Source: an optimization exercise on an open RTL-to-GDS flow (aim: small area, a short achievable clock period and few clock cycles per item). Production flows keep margins and buffers that such runs may drop. Where RTL was checked, it was by simulation tests only, not by an equivalence proof against the original.

== north ==
==> module zlc_tilechk, before the edit <==
module zlc_tilechk (
    input  wire         clk,
    input  wire         rst,          
    input  wire [15:0]  cfg_lenm1,    
    input  wire         in_valid,
    output wire         in_ready,
    input  wire [255:0] in_data,      
    input  wire         in_first,
    input  wire         in_last,
    output wire         res_valid,
    output wire [2:0]   res_check,    
    output wire [31:0]  res_crc       
);
    assign in_ready = 1'b1;
    reg         v_q;                  
    reg         last_q, first_q;
    reg         hdr_q;                
    reg         hold_q;               
    reg  [31:0] y_q;                  
    reg  [31:0] field_q;              
    reg         poison_q;             
    reg         ok_a_q, bounds_q, big_q, nnz0_q;
    reg  [13:0] nm1_q, nnzm1_q;
    reg  [6:0]  lx_q, hx_q;
    reg  [1:0]  kv_q;
    reg  [2:0]  hfail_q;              
    reg  [7:0]  rem_q;                
    wire        hdr_now = v_q ? last_q : hold_q;
    wire        take    = in_valid && !rst;
    wire        after_hdr = hdr_q && !hdr_now;
    wire [31:0] s_in = hdr_now ? 32'hFFFF_FFFF :
                       hdr_q   ? field_q : y_q;
    wire [31:0] u_in = after_hdr ? y_q : 32'd0;
    wire [31:0] y_n;
    tc_crc_step u_crc (
        .s (s_in),
        .d (in_data),
        .u (u_in),
        .y (y_n)
    );
    wire        ok_a, bounds_ok, big, nnz0;
    wire [13:0] nm1, nnzm1;
    wire [6:0]  lx, hx;
    wire [1:0]  kv;
    tc_header_a u_hdr_a (
        .hdr (in_data), .lenm1 (cfg_lenm1),
        .ok_a (ok_a), .bounds_ok (bounds_ok), .nm1 (nm1), .big (big),
        .kv (kv), .lx (lx), .hx (hx), .nnzm1 (nnzm1), .nnz0 (nnz0)
    );
    always @(posedge clk) begin
        v_q      <= take;
        last_q   <= in_last;
        first_q  <= in_first;
        poison_q <= in_data[10];
        ok_a_q   <= ok_a;
        bounds_q <= bounds_ok;
        big_q    <= big;
        nm1_q    <= nm1;
        kv_q     <= kv;
        lx_q     <= lx;
        hx_q     <= hx;
        nnzm1_q  <= nnzm1;
        nnz0_q   <= nnz0;
        hold_q   <= rst || hdr_now;
        if (take) begin
            y_q   <= y_n;
            hdr_q <= hdr_now;
            if (hdr_now) begin
                field_q <= in_data[255:224];
                rem_q   <= {1'b0, in_data[22:16]} + 8'd1;    
            end else if (rem_q != 8'hFF) begin
                rem_q   <= rem_q - 8'd1;
            end
        end
    end
    wire hvalid;
    tc_header_b u_hdr_b (
        .ok_a (ok_a_q), .nm1 (nm1_q), .big (big_q), .kv (kv_q), .lx (lx_q), .hx (hx_q),
        .nnzm1 (nnzm1_q), .nnz0 (nnz0_q), .valid (hvalid)
    );
    wire [2:0] hcode = !first_q  ? 3'd1 :
                       !hvalid   ? 3'd2 :
                       !bounds_q ? 3'd3 :
                       poison_q  ? 3'd4 : 3'd0;
    always @(posedge clk) begin
        if (v_q && hdr_q)
            hfail_q <= hcode;
    end
    assign res_valid = v_q && last_q;
    assign res_check = hdr_q               ? ((hcode != 3'd0) ? hcode : 3'd5) :
                       (hfail_q != 3'd0)   ? hfail_q :
                       (rem_q != 8'd0)     ? 3'd5 :
                       (y_q != ~field_q)   ? 3'd6 : 3'd0;
    assign res_crc   = ~y_q;
endmodule
export LEC_CHECK = 0
export ABC_CLOCK_PERIOD_IN_PS = 30000
export CAP_MARGIN = 20
export CORE_MARGIN = 2
export CORE_UTILIZATION = 40
export SLEW_MARGIN = 20
create_clock -name core_clock -period 50.0 [get_ports {clk}]
standard.sh (not shown) runs the stock make flow with config.mk's settings and CLKGATE_MAP_FILE= SYNTH_SCRIPT=/design/flow/synth_recipe.tcl, a recipe that flattens the netlist after the stock synthesis.
==> flow/flow/run.sh <==
#!/bin/bash
# Standard layout, with the ports buffered by sky130_fd_sc_hd__buf_2
# instead of the buffer that buffer_ports picks by default, and ORFS's timing
# repair aiming at a setup slack of SETUP_SLACK_MARGIN ns at the design's period.
set -e
export BUFFER_PORTS_ARGS="-buffer_cell sky130_fd_sc_hd__buf_2"
export SETUP_SLACK_MARGIN=36.0
bash standard.sh > standard.log 2>&1
The following lists how south was set up differently from north:
diff --git a/flow/design.v b/flow/design.v
--- a/flow/design.v
+++ b/flow/design.v
@@ -20,12 +20,13 @@
     reg  [31:0] field_q;              
     reg         poison_q;             
     reg         ok_a_q, bounds_q, big_q, nnz0_q;
     reg  [13:0] nm1_q, nnzm1_q;
     reg  [6:0]  lx_q, hx_q;
     reg  [1:0]  kv_q;
+    reg  [6:0]  pum1_q;
     reg  [2:0]  hfail_q;              
     reg  [7:0]  rem_q;                
     wire        hdr_now = v_q ? last_q : hold_q;
     wire        take    = in_valid && !rst;
     wire        after_hdr = hdr_q && !hdr_now;
     wire [31:0] s_in = hdr_now ? 32'hFFFF_FFFF :
@@ -58,41 +59,44 @@
         nm1_q    <= nm1;
         kv_q     <= kv;
         lx_q     <= lx;
         hx_q     <= hx;
         nnzm1_q  <= nnzm1;
         nnz0_q   <= nnz0;
+        pum1_q   <= in_data[22:16];
         hold_q   <= rst || hdr_now;
         if (take) begin
             y_q   <= y_n;
             hdr_q <= hdr_now;
-            if (hdr_now) begin
+            if (hdr_now)
                 field_q <= in_data[255:224];
-                rem_q   <= {1'b0, in_data[22:16]} + 8'd1;    
-            end else if (rem_q != 8'hFF) begin
-                rem_q   <= rem_q - 8'd1;
-            end
         end
     end
     wire hvalid;
     tc_header_b u_hdr_b (
         .ok_a (ok_a_q), .nm1 (nm1_q), .big (big_q), .kv (kv_q), .lx (lx_q), .hx (hx_q),
         .nnzm1 (nnzm1_q), .nnz0 (nnz0_q), .valid (hvalid)
     );
     wire [2:0] hcode = !first_q  ? 3'd1 :
                        !hvalid   ? 3'd2 :
                        !bounds_q ? 3'd3 :
                        poison_q  ? 3'd4 : 3'd0;
     always @(posedge clk) begin
-        if (v_q && hdr_q)
-            hfail_q <= hcode;
+        if (v_q) begin
+            if (hdr_q) begin
+                hfail_q <= hcode;
+                rem_q   <= {1'b0, pum1_q} + 8'd1;
+            end else if (rem_q != 8'hFF) begin
+                rem_q   <= rem_q - 8'd1;
+            end
+        end
     end
     assign res_valid = v_q && last_q;
     assign res_check = hdr_q               ? ((hcode != 3'd0) ? hcode : 3'd5) :
                        (hfail_q != 3'd0)   ? hfail_q :
-                       (rem_q != 8'd0)     ? 3'd5 :
+                       (rem_q != 8'd1)     ? 3'd5 :
                        (y_q != ~field_q)   ? 3'd6 : 3'd0;
     assign res_crc   = ~y_q;
 endmodule
 module tc_header_a (
     input  wire [255:0] hdr,        
     input  wire [15:0]  lenm1,      
## What came out
Mux contribution to synthesized area was higher in north than in south.
Mean post-synth cell area of south falls short of that of north by a few percent.
| endpoint required time on the critical path | south vs north | ≈ equal |
Going from north to south, synthesized cell count grew slightly.
| area of the multi-input gates | higher: north |
Taking south as 1.0, north lands at 0.947 on met3 wirelength from detailed routing.
Between south and north, the peak clock frequency supported by timing figures differ only marginally.
Taking north as the reference point, the routed wire length of south rises by 11 mm.
Testbench counts of south, summed over its fixed seeds: cycles 66,901, entries 66,893.
Only the layout flow was run in north; the RTL was not checked for function there.

==> static timing again, ports no longer ideal <==
The results above use ideal ports. As a check the final layouts listed here were re-extracted and re-timed, cells and wires unchanged. Step 1, drivers: a clkbuf_16 drives clk and a buf_2 each remaining input, both assumed. Step 2, shift: input delay + t, output delay - t, t = (earliest + latest rising clock arrival at the registers) / 2. This alone moves slack from input paths to output paths. Three values: ideal ports, drivers, drivers and shift; two values: the first two.
run	t, ns	slack for setup (ns)	hold WS [ns]
north	0.492	36.089 / 36.116 / 35.624	0.543 / 0.543 / 0.543
south	0.499	36.119 / 36.148 / 35.649	0.560 / 0.560 / 0.560
After both steps setup and hold are still met in every run listed. The setup slack of south, which loses most, moves by +0.029 ns with the drivers and by -0.470 ns with both steps.
